Context: an optimization exercise on an open-source flow, tuned for small area, a short achievable clock period and few clock cycles. The choices shown serve that exercise and are no tape-out recipe. No functional check of the RTL was part of this run.

--- flow/design.v ---
module fpdivsqrt (
    input  wire        clk,
    input  wire        rst_n,
    input  wire        in_valid,
    output wire        in_ready,
    input  wire        in_op,
    input  wire [1:0]  in_rnd,
    input  wire        in_ftz,
    input  wire        in_canon,
    input  wire [31:0] in_a,
    input  wire [31:0] in_b,
    output reg         out_valid,
    output reg  [31:0] out_result,
    output reg  [5:0]  out_flags
);
    localparam [7:0] EMAX = 8'hFF;
    function rnd_inc;
        input [1:0] mode;
        input       s, lsb, g, st;
        begin
            case (mode)
                2'd0: rnd_inc = g && (st || lsb);
                2'd1: rnd_inc = 1'b0;
                2'd2: rnd_inc = !s && (g || st);
                default: rnd_inc = s && (g || st);
            endcase
        end
    endfunction
    reg        rdy;
    reg        i_v, i_op, i_ftz, i_canon;
    reg [1:0]  i_rnd;
    reg [31:0] i_a, i_b;
    assign in_ready = rdy;
    always @(posedge clk) begin
        rdy     <= rst_n;
        i_v     <= rst_n && in_valid && rdy;
        i_op    <= in_op;
        i_rnd   <= in_rnd;
        i_ftz   <= in_ftz;
        i_canon <= in_canon;
        i_a     <= in_a;
        i_b     <= in_b;
    end
    wire        is_sqrt = i_op;
    wire        sa = i_a[31], sb = i_b[31];
    wire [7:0]  ea_f = i_a[30:23], eb_f = i_b[30:23];
    wire [22:0] fa = i_a[22:0], fb = i_b[22:0];
    wire a_nan  = (ea_f == 8'hFF) && (fa != 0);
    wire b_nan  = !is_sqrt && (eb_f == 8'hFF) && (fb != 0);
    wire a_snan = a_nan && !fa[22];
    wire b_snan = b_nan && !fb[22];
    wire a_inf  = (ea_f == 8'hFF) && (fa == 0);
    wire b_inf  = (eb_f == 8'hFF) && (fb == 0);
    wire a_sub  = (ea_f == 8'h00) && (fa != 0);
    wire b_sub  = !is_sqrt && (eb_f == 8'h00) && (fb != 0);
    wire a_zero = (ea_f == 8'h00) && ((fa == 0) || i_ftz);
    wire b_zero = (eb_f == 8'h00) && ((fb == 0) || i_ftz);
    wire den_in = i_ftz && (a_sub || b_sub);
    wire [23:0] ma = (ea_f == 0) ? {1'b0, fa} : {1'b1, fa};
    wire [23:0] mb = (eb_f == 0) ? {1'b0, fb} : {1'b1, fb};
    reg [4:0] lza, lzb;
    integer i;
    always @(*) begin
        lza = 5'd0;
        lzb = 5'd0;
        for (i = 0; i < 24; i = i + 1) begin
            if (ma[i]) lza = 5'd23 - i[4:0];
            if (mb[i]) lzb = 5'd23 - i[4:0];
        end
    end
    wire [23:0] na = ma << lza;
    wire [23:0] nb = mb << lzb;
    wire signed [10:0] xa = $signed({3'd0, (ea_f == 0) ? 8'd1 : ea_f}) - 11'sd127 - $signed({6'd0, lza});
    wire signed [10:0] xb = $signed({3'd0, (eb_f == 0) ? 8'd1 : eb_f}) - 11'sd127 - $signed({6'd0, lzb});
    wire signed [10:0] xq = is_sqrt ? (xa >>> 1) : (xa - xb);
    wire       q_sign = is_sqrt ? sa : (sa ^ sb);
    reg        sp_sel, sp_inv, sp_dz, sp_sgn;
    reg [1:0]  sp_kind;
    reg [21:0] sp_pay;
    always @(*) begin
        sp_sel  = 1'b1;
        sp_inv  = 1'b0;
        sp_dz   = 1'b0;
        sp_kind = 2'd0;
        sp_sgn  = q_sign;
        sp_pay  = 22'd0;
        if (a_nan || b_nan) begin
            sp_kind = 2'd2;
            sp_sgn  = i_canon ? 1'b0 : (a_nan ? sa : sb);
            sp_pay  = i_canon ? 22'd0 : (a_nan ? fa[21:0] : fb[21:0]);
            sp_inv  = a_snan || b_snan;
        end else if (is_sqrt) begin
            if (a_zero)      sp_kind = 2'd0;
            else if (sa)     begin sp_kind = 2'd2; sp_sgn = 1'b0; sp_inv = 1'b1; end
            else if (a_inf)  sp_kind = 2'd1;
            else             sp_sel = 1'b0;
        end else begin
            if ((a_inf && b_inf) || (a_zero && b_zero)) begin
                sp_kind = 2'd2; sp_sgn = 1'b0; sp_inv = 1'b1;
            end else if (a_inf)         sp_kind = 2'd1;
            else if (b_inf || a_zero)   sp_kind = 2'd0;
            else if (b_zero) begin
                sp_kind = 2'd1; sp_dz = 1'b1;
            end else                    sp_sel = 1'b0;
        end
    end
    reg        p_v, p_op, p_ftz, p_sel, p_sgn, p_odd;
    reg [1:0]  p_rnd;
    reg [9:0]  p_e;
    reg [22:0] p_na, p_d;
    always @(posedge clk) begin
        p_v   <= rst_n && i_v;
        p_op  <= i_op;
        p_rnd <= i_rnd;
        p_ftz <= i_ftz;
        p_sel <= sp_sel;
        p_sgn <= sp_sgn;
        p_odd <= xa[0];
        p_e   <= sp_sel ? {5'd0, sp_kind, den_in, sp_dz, sp_inv} : xq[9:0];
        p_na  <= na[22:0];
        p_d   <= sp_sel ? {1'b0, sp_pay} : nb[22:0];
    end
    wire        a_lt_b = (p_na < p_d);
    wire [24:0] s_num  = a_lt_b ? {1'b1, p_na, 1'b0} : {1'b0, 1'b1, p_na};
    wire [24:0] s_diff = s_num - {1'b0, 1'b1, p_d};
    wire [25:0] r_div  = {s_diff[23:0], 2'b00};
    wire [25:0] r_sqrt = p_odd ? {(p_na[22] ? 2'b10 : 2'b01), p_na[21:0], 2'b00}
                               : {2'b00, p_na, 1'b0};
    reg        s0_v, s0_op, s0_ftz, s0_sel, s0_sgn;
    reg [1:0]  s0_rnd;
    reg [9:0]  s0_e;
    reg [22:0] s0_d;
    reg [25:0] s0_r;
    always @(posedge clk) begin
        s0_v   <= rst_n && p_v;
        s0_op  <= p_op;
        s0_rnd <= p_rnd;
        s0_ftz <= p_ftz;
        s0_sel <= p_sel;
        s0_sgn <= p_sgn;
        s0_e   <= (p_op || p_sel) ? p_e : (p_e - {9'd0, a_lt_b});
        s0_d   <= p_d;
        s0_r   <= p_op ? r_sqrt : r_div;
    end
    wire [25:0] f1 = s0_op ? {{1'b1}, 1'b0, 1'b1, 23'd0} : {1'b1, s0_d, 2'b00};
    wire [27:0] t1 = {1'b0, s0_r, 1'b0} - {2'b00, f1};
    wire        b1 = !t1[27];
    wire [25:0] r2 = b1 ? t1[25:0] : {s0_r[24:0], 1'b0};
    wire [25:0] f2 = s0_op ? {{1'b1, b1}, 1'b0, 1'b1, 22'd0} : {1'b1, s0_d, 2'b00};
    wire [27:0] t2 = {1'b0, r2, 1'b0} - {2'b00, f2};
    wire        b2 = !t2[27];
    wire [25:0] r3 = b2 ? t2[25:0] : {r2[24:0], 1'b0};
    reg        s1_v, s1_op, s1_ftz, s1_sel, s1_sgn;
    reg [1:0]  s1_rnd;
    reg [9:0]  s1_e;
    reg [22:0] s1_d;
    reg [1:0] s1_q;
    reg [25:0] s1_r;
    always @(posedge clk) begin
        s1_v   <= rst_n && s0_v;
        s1_op <= s0_op;
        s1_rnd <= s0_rnd;
        s1_ftz <= s0_ftz;
        s1_sel <= s0_sel;
        s1_sgn <= s0_sgn;
        s1_e <= s0_e;
        s1_d <= s0_d;
        s1_q <= {b1, b2};
        s1_r <= r3;
    end
    wire [25:0] f3 = s1_op ? {{1'b1, s1_q}, 1'b0, 1'b1, 21'd0} : {1'b1, s1_d, 2'b00};
    wire [27:0] t3 = {1'b0, s1_r, 1'b0} - {2'b00, f3};
    wire        b3 = !t3[27];
    wire [25:0] r4 = b3 ? t3[25:0] : {s1_r[24:0], 1'b0};
    wire [25:0] f4 = s1_op ? {{1'b1, s1_q, b3}, 1'b0, 1'b1, 20'd0} : {1'b1, s1_d, 2'b00};
    wire [27:0] t4 = {1'b0, r4, 1'b0} - {2'b00, f4};
    wire        b4 = !t4[27];
    wire [25:0] r5 = b4 ? t4[25:0] : {r4[24:0], 1'b0};
    reg        s2_v, s2_op, s2_ftz, s2_sel, s2_sgn;
    reg [1:0]  s2_rnd;
    reg [9:0]  s2_e;
    reg [22:0] s2_d;
    reg [3:0] s2_q;
    reg [25:0] s2_r;
    always @(posedge clk) begin
        s2_v   <= rst_n && s1_v;
        s2_op <= s1_op;
        s2_rnd <= s1_rnd;
        s2_ftz <= s1_ftz;
        s2_sel <= s1_sel;
        s2_sgn <= s1_sgn;
        s2_e <= s1_e;
        s2_d <= s1_d;
        s2_q <= {s1_q, b3, b4};
        s2_r <= r5;
    end
    wire [25:0] f5 = s2_op ? {{1'b1, s2_q}, 1'b0, 1'b1, 19'd0} : {1'b1, s2_d, 2'b00};
    wire [27:0] t5 = {1'b0, s2_r, 1'b0} - {2'b00, f5};
    wire        b5 = !t5[27];
    wire [25:0] r6 = b5 ? t5[25:0] : {s2_r[24:0], 1'b0};
    wire [25:0] f6 = s2_op ? {{1'b1, s2_q, b5}, 1'b0, 1'b1, 18'd0} : {1'b1, s2_d, 2'b00};
    wire [27:0] t6 = {1'b0, r6, 1'b0} - {2'b00, f6};
    wire        b6 = !t6[27];
    wire [25:0] r7 = b6 ? t6[25:0] : {r6[24:0], 1'b0};
    reg        s3_v, s3_op, s3_ftz, s3_sel, s3_sgn;
    reg [1:0]  s3_rnd;
    reg [9:0]  s3_e;
    reg [22:0] s3_d;
    reg [5:0] s3_q;
    reg [25:0] s3_r;
    always @(posedge clk) begin
        s3_v   <= rst_n && s2_v;
        s3_op <= s2_op;
        s3_rnd <= s2_rnd;
        s3_ftz <= s2_ftz;
        s3_sel <= s2_sel;
        s3_sgn <= s2_sgn;
        s3_e <= s2_e;
        s3_d <= s2_d;
        s3_q <= {s2_q, b5, b6};
        s3_r <= r7;
    end
    wire [25:0] f7 = s3_op ? {{1'b1, s3_q}, 1'b0, 1'b1, 17'd0} : {1'b1, s3_d, 2'b00};
    wire [27:0] t7 = {1'b0, s3_r, 1'b0} - {2'b00, f7};
    wire        b7 = !t7[27];
    wire [25:0] r8 = b7 ? t7[25:0] : {s3_r[24:0], 1'b0};
    wire [25:0] f8 = s3_op ? {{1'b1, s3_q, b7}, 1'b0, 1'b1, 16'd0} : {1'b1, s3_d, 2'b00};
    wire [27:0] t8 = {1'b0, r8, 1'b0} - {2'b00, f8};
    wire        b8 = !t8[27];
    wire [25:0] r9 = b8 ? t8[25:0] : {r8[24:0], 1'b0};
    reg        s4_v, s4_op, s4_ftz, s4_sel, s4_sgn;
    reg [1:0]  s4_rnd;
    reg [9:0]  s4_e;
    reg [22:0] s4_d;
    reg [7:0] s4_q;
    reg [25:0] s4_r;
    always @(posedge clk) begin
        s4_v   <= rst_n && s3_v;
        s4_op <= s3_op;
        s4_rnd <= s3_rnd;
        s4_ftz <= s3_ftz;
        s4_sel <= s3_sel;
        s4_sgn <= s3_sgn;
        s4_e <= s3_e;
        s4_d <= s3_d;
        s4_q <= {s3_q, b7, b8};
        s4_r <= r9;
    end
    wire [25:0] f9 = s4_op ? {{1'b1, s4_q}, 1'b0, 1'b1, 15'd0} : {1'b1, s4_d, 2'b00};
    wire [27:0] t9 = {1'b0, s4_r, 1'b0} - {2'b00, f9};
    wire        b9 = !t9[27];
    wire [25:0] r10 = b9 ? t9[25:0] : {s4_r[24:0], 1'b0};
    wire [25:0] f10 = s4_op ? {{1'b1, s4_q, b9}, 1'b0, 1'b1, 14'd0} : {1'b1, s4_d, 2'b00};
    wire [27:0] t10 = {1'b0, r10, 1'b0} - {2'b00, f10};
    wire        b10 = !t10[27];
    wire [25:0] r11 = b10 ? t10[25:0] : {r10[24:0], 1'b0};
    reg        s5_v, s5_op, s5_ftz, s5_sel, s5_sgn;
    reg [1:0]  s5_rnd;
    reg [9:0]  s5_e;
    reg [22:0] s5_d;
    reg [9:0] s5_q;
    reg [25:0] s5_r;
    always @(posedge clk) begin
        s5_v   <= rst_n && s4_v;
        s5_op <= s4_op;
        s5_rnd <= s4_rnd;
        s5_ftz <= s4_ftz;
        s5_sel <= s4_sel;
        s5_sgn <= s4_sgn;
        s5_e <= s4_e;
        s5_d <= s4_d;
        s5_q <= {s4_q, b9, b10};
        s5_r <= r11;
    end
    wire [25:0] f11 = s5_op ? {{1'b1, s5_q}, 1'b0, 1'b1, 13'd0} : {1'b1, s5_d, 2'b00};
    wire [27:0] t11 = {1'b0, s5_r, 1'b0} - {2'b00, f11};
    wire        b11 = !t11[27];
    wire [25:0] r12 = b11 ? t11[25:0] : {s5_r[24:0], 1'b0};
    wire [25:0] f12 = s5_op ? {{1'b1, s5_q, b11}, 1'b0, 1'b1, 12'd0} : {1'b1, s5_d, 2'b00};
    wire [27:0] t12 = {1'b0, r12, 1'b0} - {2'b00, f12};
    wire        b12 = !t12[27];
    wire [25:0] r13 = b12 ? t12[25:0] : {r12[24:0], 1'b0};
    reg        s6_v, s6_op, s6_ftz, s6_sel, s6_sgn;
    reg [1:0]  s6_rnd;
    reg [9:0]  s6_e;
    reg [22:0] s6_d;
    reg [11:0] s6_q;
    reg [25:0] s6_r;
    always @(posedge clk) begin
        s6_v   <= rst_n && s5_v;
        s6_op <= s5_op;
        s6_rnd <= s5_rnd;
        s6_ftz <= s5_ftz;
        s6_sel <= s5_sel;
        s6_sgn <= s5_sgn;
        s6_e <= s5_e;
        s6_d <= s5_d;
        s6_q <= {s5_q, b11, b12};
        s6_r <= r13;
    end
    wire [25:0] f13 = s6_op ? {{1'b1, s6_q}, 1'b0, 1'b1, 11'd0} : {1'b1, s6_d, 2'b00};
    wire [27:0] t13 = {1'b0, s6_r, 1'b0} - {2'b00, f13};
    wire        b13 = !t13[27];
    wire [25:0] r14 = b13 ? t13[25:0] : {s6_r[24:0], 1'b0};
    wire [25:0] f14 = s6_op ? {{1'b1, s6_q, b13}, 1'b0, 1'b1, 10'd0} : {1'b1, s6_d, 2'b00};
    wire [27:0] t14 = {1'b0, r14, 1'b0} - {2'b00, f14};
    wire        b14 = !t14[27];
    wire [25:0] r15 = b14 ? t14[25:0] : {r14[24:0], 1'b0};
    reg        s7_v, s7_op, s7_ftz, s7_sel, s7_sgn;
    reg [1:0]  s7_rnd;
    reg [9:0]  s7_e;
    reg [22:0] s7_d;
    reg [13:0] s7_q;
    reg [25:0] s7_r;
    always @(posedge clk) begin
        s7_v   <= rst_n && s6_v;
        s7_op <= s6_op;
        s7_rnd <= s6_rnd;
        s7_ftz <= s6_ftz;
        s7_sel <= s6_sel;
        s7_sgn <= s6_sgn;
        s7_e <= s6_e;
        s7_d <= s6_d;
        s7_q <= {s6_q, b13, b14};
        s7_r <= r15;
    end
    wire [25:0] f15 = s7_op ? {{1'b1, s7_q}, 1'b0, 1'b1, 9'd0} : {1'b1, s7_d, 2'b00};
    wire [27:0] t15 = {1'b0, s7_r, 1'b0} - {2'b00, f15};
    wire        b15 = !t15[27];
    wire [25:0] r16 = b15 ? t15[25:0] : {s7_r[24:0], 1'b0};
    wire [25:0] f16 = s7_op ? {{1'b1, s7_q, b15}, 1'b0, 1'b1, 8'd0} : {1'b1, s7_d, 2'b00};
    wire [27:0] t16 = {1'b0, r16, 1'b0} - {2'b00, f16};
    wire        b16 = !t16[27];
    wire [25:0] r17 = b16 ? t16[25:0] : {r16[24:0], 1'b0};
    reg        s8_v, s8_op, s8_ftz, s8_sel, s8_sgn;
    reg [1:0]  s8_rnd;
    reg [9:0]  s8_e;
    reg [22:0] s8_d;
    reg [15:0] s8_q;
    reg [25:0] s8_r;
    always @(posedge clk) begin
        s8_v   <= rst_n && s7_v;
        s8_op <= s7_op;
        s8_rnd <= s7_rnd;
        s8_ftz <= s7_ftz;
        s8_sel <= s7_sel;
        s8_sgn <= s7_sgn;
        s8_e <= s7_e;
        s8_d <= s7_d;
        s8_q <= {s7_q, b15, b16};
        s8_r <= r17;
    end
    wire [25:0] f17 = s8_op ? {{1'b1, s8_q}, 1'b0, 1'b1, 7'd0} : {1'b1, s8_d, 2'b00};
    wire [27:0] t17 = {1'b0, s8_r, 1'b0} - {2'b00, f17};
    wire        b17 = !t17[27];
    wire [25:0] r18 = b17 ? t17[25:0] : {s8_r[24:0], 1'b0};
    wire [25:0] f18 = s8_op ? {{1'b1, s8_q, b17}, 1'b0, 1'b1, 6'd0} : {1'b1, s8_d, 2'b00};
    wire [27:0] t18 = {1'b0, r18, 1'b0} - {2'b00, f18};
    wire        b18 = !t18[27];
    wire [25:0] r19 = b18 ? t18[25:0] : {r18[24:0], 1'b0};
    reg        s9_v, s9_op, s9_ftz, s9_sel, s9_sgn;
    reg [1:0]  s9_rnd;
    reg [9:0]  s9_e;
    reg [22:0] s9_d;
    reg [17:0] s9_q;
    reg [25:0] s9_r;
    always @(posedge clk) begin
        s9_v   <= rst_n && s8_v;
        s9_op <= s8_op;
        s9_rnd <= s8_rnd;
        s9_ftz <= s8_ftz;
        s9_sel <= s8_sel;
        s9_sgn <= s8_sgn;
        s9_e <= s8_e;
        s9_d <= s8_d;
        s9_q <= {s8_q, b17, b18};
        s9_r <= r19;
    end
    wire [25:0] f19 = s9_op ? {{1'b1, s9_q}, 1'b0, 1'b1, 5'd0} : {1'b1, s9_d, 2'b00};
    wire [27:0] t19 = {1'b0, s9_r, 1'b0} - {2'b00, f19};
    wire        b19 = !t19[27];
    wire [25:0] r20 = b19 ? t19[25:0] : {s9_r[24:0], 1'b0};
    wire [25:0] f20 = s9_op ? {{1'b1, s9_q, b19}, 1'b0, 1'b1, 4'd0} : {1'b1, s9_d, 2'b00};
    wire [27:0] t20 = {1'b0, r20, 1'b0} - {2'b00, f20};
    wire        b20 = !t20[27];
    wire [25:0] r21 = b20 ? t20[25:0] : {r20[24:0], 1'b0};
    reg        s10_v, s10_op, s10_ftz, s10_sel, s10_sgn;
    reg [1:0]  s10_rnd;
    reg [9:0]  s10_e;
    reg [22:0] s10_d;
    reg [19:0] s10_q;
    reg [25:0] s10_r;
    always @(posedge clk) begin
        s10_v   <= rst_n && s9_v;
        s10_op <= s9_op;
        s10_rnd <= s9_rnd;
        s10_ftz <= s9_ftz;
        s10_sel <= s9_sel;
        s10_sgn <= s9_sgn;
        s10_e <= s9_e;
        s10_d <= s9_d;
        s10_q <= {s9_q, b19, b20};
        s10_r <= r21;
    end
    wire [25:0] f21 = s10_op ? {{1'b1, s10_q}, 1'b0, 1'b1, 3'd0} : {1'b1, s10_d, 2'b00};
    wire [27:0] t21 = {1'b0, s10_r, 1'b0} - {2'b00, f21};
    wire        b21 = !t21[27];
    wire [25:0] r22 = b21 ? t21[25:0] : {s10_r[24:0], 1'b0};
    wire [25:0] f22 = s10_op ? {{1'b1, s10_q, b21}, 1'b0, 1'b1, 2'd0} : {1'b1, s10_d, 2'b00};
    wire [27:0] t22 = {1'b0, r22, 1'b0} - {2'b00, f22};
    wire        b22 = !t22[27];
    wire [25:0] r23 = b22 ? t22[25:0] : {r22[24:0], 1'b0};
    reg        s11_v, s11_op, s11_ftz, s11_sel, s11_sgn;
    reg [1:0]  s11_rnd;
    reg [9:0]  s11_e;
    reg [22:0] s11_d;
    reg [21:0] s11_q;
    reg [25:0] s11_r;
    always @(posedge clk) begin
        s11_v   <= rst_n && s10_v;
        s11_op <= s10_op;
        s11_rnd <= s10_rnd;
        s11_ftz <= s10_ftz;
        s11_sel <= s10_sel;
        s11_sgn <= s10_sgn;
        s11_e <= s10_e;
        s11_d <= s10_d;
        s11_q <= {s10_q, b21, b22};
        s11_r <= r23;
    end
    wire [25:0] f23 = s11_op ? {{1'b1, s11_q}, 1'b0, 1'b1, 1'd0} : {1'b1, s11_d, 2'b00};
    wire [27:0] t23 = {1'b0, s11_r, 1'b0} - {2'b00, f23};
    wire        b23 = !t23[27];
    wire [25:0] r24 = b23 ? t23[25:0] : {s11_r[24:0], 1'b0};
    wire [25:0] f24 = s11_op ? {{1'b1, s11_q, b23}, 1'b0, 1'b1} : {1'b1, s11_d, 2'b00};
    wire [27:0] t24 = {1'b0, r24, 1'b0} - {2'b00, f24};
    wire        b24 = !t24[27];
    wire [25:0] r25 = b24 ? t24[25:0] : {r24[24:0], 1'b0};
    reg        s12_v, s12_op, s12_ftz, s12_sel, s12_sgn;
    reg [1:0]  s12_rnd;
    reg [9:0]  s12_e;
    reg [22:0] s12_d;
    reg [23:0] s12_q;
    reg [25:0] s12_r;
    always @(posedge clk) begin
        s12_v   <= rst_n && s11_v;
        s12_op <= s11_op;
        s12_rnd <= s11_rnd;
        s12_ftz <= s11_ftz;
        s12_sel <= s11_sel;
        s12_sgn <= s11_sgn;
        s12_e <= s11_e;
        s12_d <= s11_d;
        s12_q <= {s11_q, b23, b24};
        s12_r <= r25;
    end
    wire [23:0] n_mant  = {1'b1, s12_q[23:1]};
    wire        n_guard = s12_q[0];
    wire        n_stk   = (s12_r != 26'd0);
    wire signed [12:0] e_unb = {{3{s12_e[9]}}, s12_e};
    wire inc24   = rnd_inc(s12_rnd, s12_sgn, n_mant[0], n_guard, n_stk);
    wire carry24 = inc24 && (n_mant == 24'hFF_FFFF);
    wire tiny    = (e_unb < -13'sd126) && !((e_unb == -13'sd127) && carry24);
    wire         is_sub_range = (e_unb < -13'sd126);
    wire signed [12:0] dsh_raw = -13'sd126 - e_unb;
    wire [5:0]   dsh = (dsh_raw > 13'sd26) ? 6'd26 : dsh_raw[5:0];
    wire [51:0]  dext = {n_mant, n_guard, n_stk, 26'd0} >> dsh;
    wire [23:0]  d_mant  = dext[51:28];
    wire         d_guard = dext[27];
    wire         d_stk   = |dext[26:0];
    wire [12:0]  e_bias  = e_unb + 13'sd127;
    reg        u_v, u_ftz, u_sel, u_sgn, u_tiny, u_sub, u_guard, u_stk;
    reg [1:0]  u_rnd;
    reg [8:0]  u_eb;
    reg [23:0] u_mant;
    always @(posedge clk) begin
        u_v     <= rst_n && s12_v;
        u_ftz   <= s12_ftz;
        u_rnd   <= s12_rnd;
        u_sel   <= s12_sel;
        u_sgn   <= s12_sgn;
        u_tiny  <= tiny;
        u_sub   <= is_sub_range;
        u_guard <= is_sub_range ? d_guard : n_guard;
        u_stk   <= is_sub_range ? d_stk   : n_stk;
        u_mant  <= s12_sel ? {s12_e[4:3], s12_d[21:0]} : (is_sub_range ? d_mant : n_mant);
        u_eb    <= s12_sel ? {6'd0, s12_e[2:0]} : e_bias[8:0];
    end
    wire         inexact = u_guard || u_stk;
    wire         inc     = rnd_inc(u_rnd, u_sgn, u_mant[0], u_guard, u_stk);
    wire [24:0]  r_mant  = {1'b0, u_mant} + {24'd0, inc};
    wire [9:0]   e_b     = u_sub ? {9'd0, r_mant[23]} : ({1'b0, u_eb} + {9'd0, r_mant[24]});
    wire [22:0]  frac    = r_mant[24] ? 23'd0 : r_mant[22:0];
    wire         ovf     = !u_sub && (e_b >= 10'd255);
    wire         to_max  = (u_rnd == 2'd1) || (u_rnd == 2'd3 && !u_sgn) || (u_rnd == 2'd2 && u_sgn);
    reg [31:0] res;
    reg [5:0]  flg;    
    always @(*) begin
        flg = 6'd0;
        if (u_sel) begin
            case (u_mant[23:22])
                2'd0:    res = {u_sgn, 31'd0};
                2'd1:    res = {u_sgn, EMAX, 23'd0};
                default: res = {u_sgn, EMAX, 1'b1, u_mant[21:0]};
            endcase
            flg[5] = u_eb[2];
            flg[1] = u_eb[1];
            flg[0] = u_eb[0];
        end else if (u_ftz && u_tiny) begin
            res = {u_sgn, 31'd0};
            flg[4:3] = 2'b11;
            flg[5] = 1'b1;
        end else if (ovf) begin
            res = to_max ? {u_sgn, 8'hFE, 23'h7F_FFFF} : {u_sgn, EMAX, 23'd0};
            flg[4] = 1'b1;
            flg[2] = 1'b1;
        end else begin
            res = {u_sgn, e_b[7:0], frac};
            flg[4] = inexact;
            flg[3] = u_tiny && inexact;
        end
    end
    always @(posedge clk) begin
        out_valid  <= rst_n && u_v;
        out_result <= res;
        out_flags  <= flg;
    end
endmodule
--- flow/run.sh ---
#!/bin/bash
# synth_recipe.tcl (not shown) runs the flow's synth.tcl, then flattens the netlist and writes it again
# the make line also repeats each setting of config.mk as NAME=value (left out here)
make -C /OpenROAD-flow-scripts/flow DESIGN_CONFIG=/design/flow/config.mk WORK_HOME=/design/flow/orfs CLKGATE_MAP_FILE= SYNTH_SCRIPT=/design/flow/synth_recipe.tcl finish
--- flow/config.mk ---
export PLATFORM = sky130hd
export DESIGN_NAME = fpdivsqrt
export DESIGN_NICKNAME = fpdivsqrt
export VERILOG_FILES = /design/flow/design.v
export SDC_FILE = /design/flow/constraint.sdc
export NUM_CORES = 4
export LEC_CHECK = 0
export CAP_MARGIN = 20
export CORE_MARGIN = 2
export CORE_UTILIZATION = 40
export SLEW_MARGIN = 20
--- flow/constraint.sdc ---
create_clock -name core_clock -period 10.0 [get_ports {clk}]
set_input_delay 2.0000 -clock core_clock [delete_from_list [all_inputs] [get_ports {clk}]]
set_output_delay 2.0000 -clock core_clock [all_outputs]
set_load 0.01 [all_outputs]
==> flow_summary.yaml <==
cells_and_area:
  nets: 8105
  num-fill-cells: 15800
  final_cell_mix: "1201 x dfxtp_1, 604 x ha_1, 558 x a21oi_1"
  final_util_pct: 45.1
  final_common_cell: "dfxtp_1"
  drive_gt1_share_pct: 9.56
  fin_area_sq_mm: 0.0754
  area_delta_synth_final_pct: 11.8
synthesis:
  synth_edf_count: 0
  ys_seq_area_share_pct: 35.8
  ys_async_sr_fraction_pct: 0
  synth_nets: 8014
  muxShareOfSynthArea_pct: 10.5
  synthSimpleGateAreaFrac_pct: 14.1
  synthFlopType: "dfxtp_1"
  ys_seq_elements: 1205
  synth-compound-area-share_pct: 18.5
  mappedNetlistArea_sq_mm: 0.0674
  postSynthAreaPerCell_sq_um: 9.21
  ys_types: 108
  synth_top_family_by_area: "compound AO/OA/AOI/OAI gates"
  synth_fa_ha_area_share_pct: 11.8
  synth_xor_area_share_pct: 6.56
  yosysWarnings: 1
  synthCells: 7318
clocking:
  cts_buffers: 131
  cts_root_buffer: "clkbuf_16"
  clk_pin_slew_ns: 0.06
  cts_hold_buf: 0
  cts_max_level: 4
  cts_buffer_depth: 3
  cts.sinks: 1205
  clock_latency_ns: 0.78
  cts_resized: 0
  cts_tree: "yes"
  cts_setup_buffers: 0
timing:
  finalSetupViolCount: 0
  setup_tns_ns: 0
  fin_crit_sh_pct: 86.4
  slew_headroom_pct: 28.4
  finalClockSkew_ns: 0.0395
  worstMarginPinSlew_ns: 1.07
  fin_crit_ns: 8.64
  rsz0062_at_grt: "no"
  fmax_mhz: 116
  slew_violations: 0
  final-hold-violation-count: 0
worst_setup_path:
  critPathKind: "flop to flop"
  end_kind: "flop"
  rrSetupSlack_ns: 1.36
  crit_arrival_ns: 9.30
  slowest_stage: "a2111oi_1"
  cp_slowest_stage_delay_ns: 0.83
  cp-start-kind: "flop"
  crit_buf_inv: 2
  critPathTopFamily: "compound AO/OA/AOI/OAI gates"
  critPathRequiredTime_ns: 10.67
  cp_max_fo: 31
route:
  vias: 52900
  wl_per_cell_um: 17.6
  ant_nets: 0
  drcViolationCount: 0
  drt_iter0_markers: 3480
  via_per_inst: 5.45
  first_pass_iters: 8
  routed_wl_mm: 171
floorplan:
  die_area_sq_mm: 0.172
  ios: 112
  core_region_area_sq_mm: 0.167
  placementRows: 150
  dieHeight_um: 415
  initial_core_util_pct: 40.3
  die_w_um: 415
grt:
  grt_start_max_net_pins: 58
  gr-total-overflow: 0
  antenna_found_initial: 5
  grt_pass1_wl_mm: 273
  grt_pass1_vias: 51100
  track_usage_pct: 19.3
worst_hold_path:
  hold_path_class: "flop to flop"
status:
  status: "finished clean"
place:
  placed_area_sq_mm: 0.0708
  numPortBuffers: 111
  finalWeightedCongestion: 0.919
  place_hpwl_mm: 134
job:
  max_cap_violations: 0
stage by stage:
step	instances	hold WS [ns]	setup WS, ns
2_1_floorplan	7318	0.310	3.04
3_3_place_gp	9480	0.310	1.78
3_5_place_dp	9480	0.312	1.57
4_1_cts	9711	0.324	1.55
5_1_grt	9712	0.328	0.715
6_report	9712	0.322	1.36
sequential cells by signal, indices dropped and copies added (netlist names), 24 cells and up:
signal / flops
s11_r: 24
s3_r: 24
s5_r: 24
out_result: 32
u_mant: 24
s12_r: 25
s6_r: 24
s8_r: 24
s7_r: 24
s12_q: 24
s0_r: 25
s4_r: 24
s9_r: 24
s1_r: 24
i_b: 32
s2_r: 24
s10_r: 24
i_a: 32
kinds of logic after synthesis:
group | Yosys count
xor gates and xnor gates | 505
adders and majority gates | 624
and+or+nand+nor | 1955
AOI/OAI and AO/OA | 1926
buffers and inverters | 447
DFF | 1205
muxes | 656
Yosys cell counts, drive strengths merged, types with 14 or more instances:
| cell type | n | area [sq um] |
|---|---|---|
| xnor2 | 325 | 2850 |
| nand3b | 17 | 128 |
| a211oi | 55 | 418 |
| o2111ai | 21 | 190 |
| dfxtp | 1205 | 24100 |
| xor2 | 180 | 1580 |
| nor4 | 47 | 294 |
| a31o | 19 | 166 |
| o21bai | 63 | 477 |
| a41oi | 16 | 140 |
| a31oi | 52 | 344 |
| o22ai | 23 | 144 |
| nor2 | 518 | 1950 |
| o31ai | 66 | 514 |
| o211ai | 34 | 255 |
| nand2b | 213 | 1350 |
| ha | 604 | 7560 |
| nand3 | 134 | 671 |
| a22o | 33 | 289 |
| a21oi | 565 | 2840 |
| a211o | 21 | 184 |
| o21ai | 426 | 2150 |
| buf | 87 | 462 |
| a22oi | 30 | 225 |
| nor2b | 80 | 508 |
| inv | 244 | 916 |
| or3 | 55 | 344 |
| clkbuf | 116 | 437 |
| nor3 | 148 | 757 |
| nand2 | 488 | 1830 |
| nand4 | 25 | 156 |
| mux2i | 300 | 3000 |
| o221ai | 15 | 131 |
| a221oi | 26 | 258 |
| a221o | 14 | 140 |
| o31a | 23 | 201 |
| mux2 | 354 | 4040 |
| a21boi | 34 | 255 |
| and3 | 63 | 394 |
| or2 | 41 | 257 |
| and2 | 76 | 475 |
| a21o | 183 | 1370 |
| fa | 20 | 400 |
| o21a | 105 | 791 |
final cells by class:
class	instances	area, sq um	share of cell area, %
Antenna cell	1	2.50	0.00332
Multi-Input combinational cell	5666	41600	55.1
Timing Repair Buffer	161	1490	1.97
Sequential cell	1205	24100	32.0
Inverter	244	916	1.22
Clock inverter	64	911	1.21
Tap cell	2204	2760	3.66
Clock buffer	167	3600	4.78
worst paths after layout:
| check | start | endpoint | depth (start not counted) |
|---|---|---|---|
| worst max-delay path | s11_op | s12_r[23] | 27 |
| worst min-delay path | s9_e[8] | s10_e[8] | 0 |
| worst max register to register | s11_op | s12_r[23] | 27 |
| worst min register to register | s9_e[8] | s10_e[8] | 0 |
layer usage:
metal / track usage [%] / share of wire (%)
met5: 0 / 0
met4: 5.43 / 2.3
met3: 2.51 / 4.6
met2: 32.1 / 46
met1: 26.1 / 47

-- what the ideal ports hide --
Ports are ideal in the flow. The routed layout listed here was re-timed in OpenROAD. Step 1 assumes that a clkbuf_16 drives the clock port and a buf_2 every other input. Step 2 times the ports against the registers' clock, not the clock port: input delays grow and output delays shrink by t, the midpoint of the rising clock arrivals with the driver on. a / b / c = no drivers / after step 1 / after step 2; a / b = the first two.
t, ns: 0.838
setup WS [ns]: 1.362 / 1.362 / 1.362
hold WS [ns]: 0.322 / 0.322 / 0.322
clock arrival spread, ns: 0.056 / 0.057
pins driven straight from the clock port: 1
After both steps setup and hold are still met in this run. The setup slack of this run moves by 0.000 ns with the drivers and by 0.000 ns with both steps.
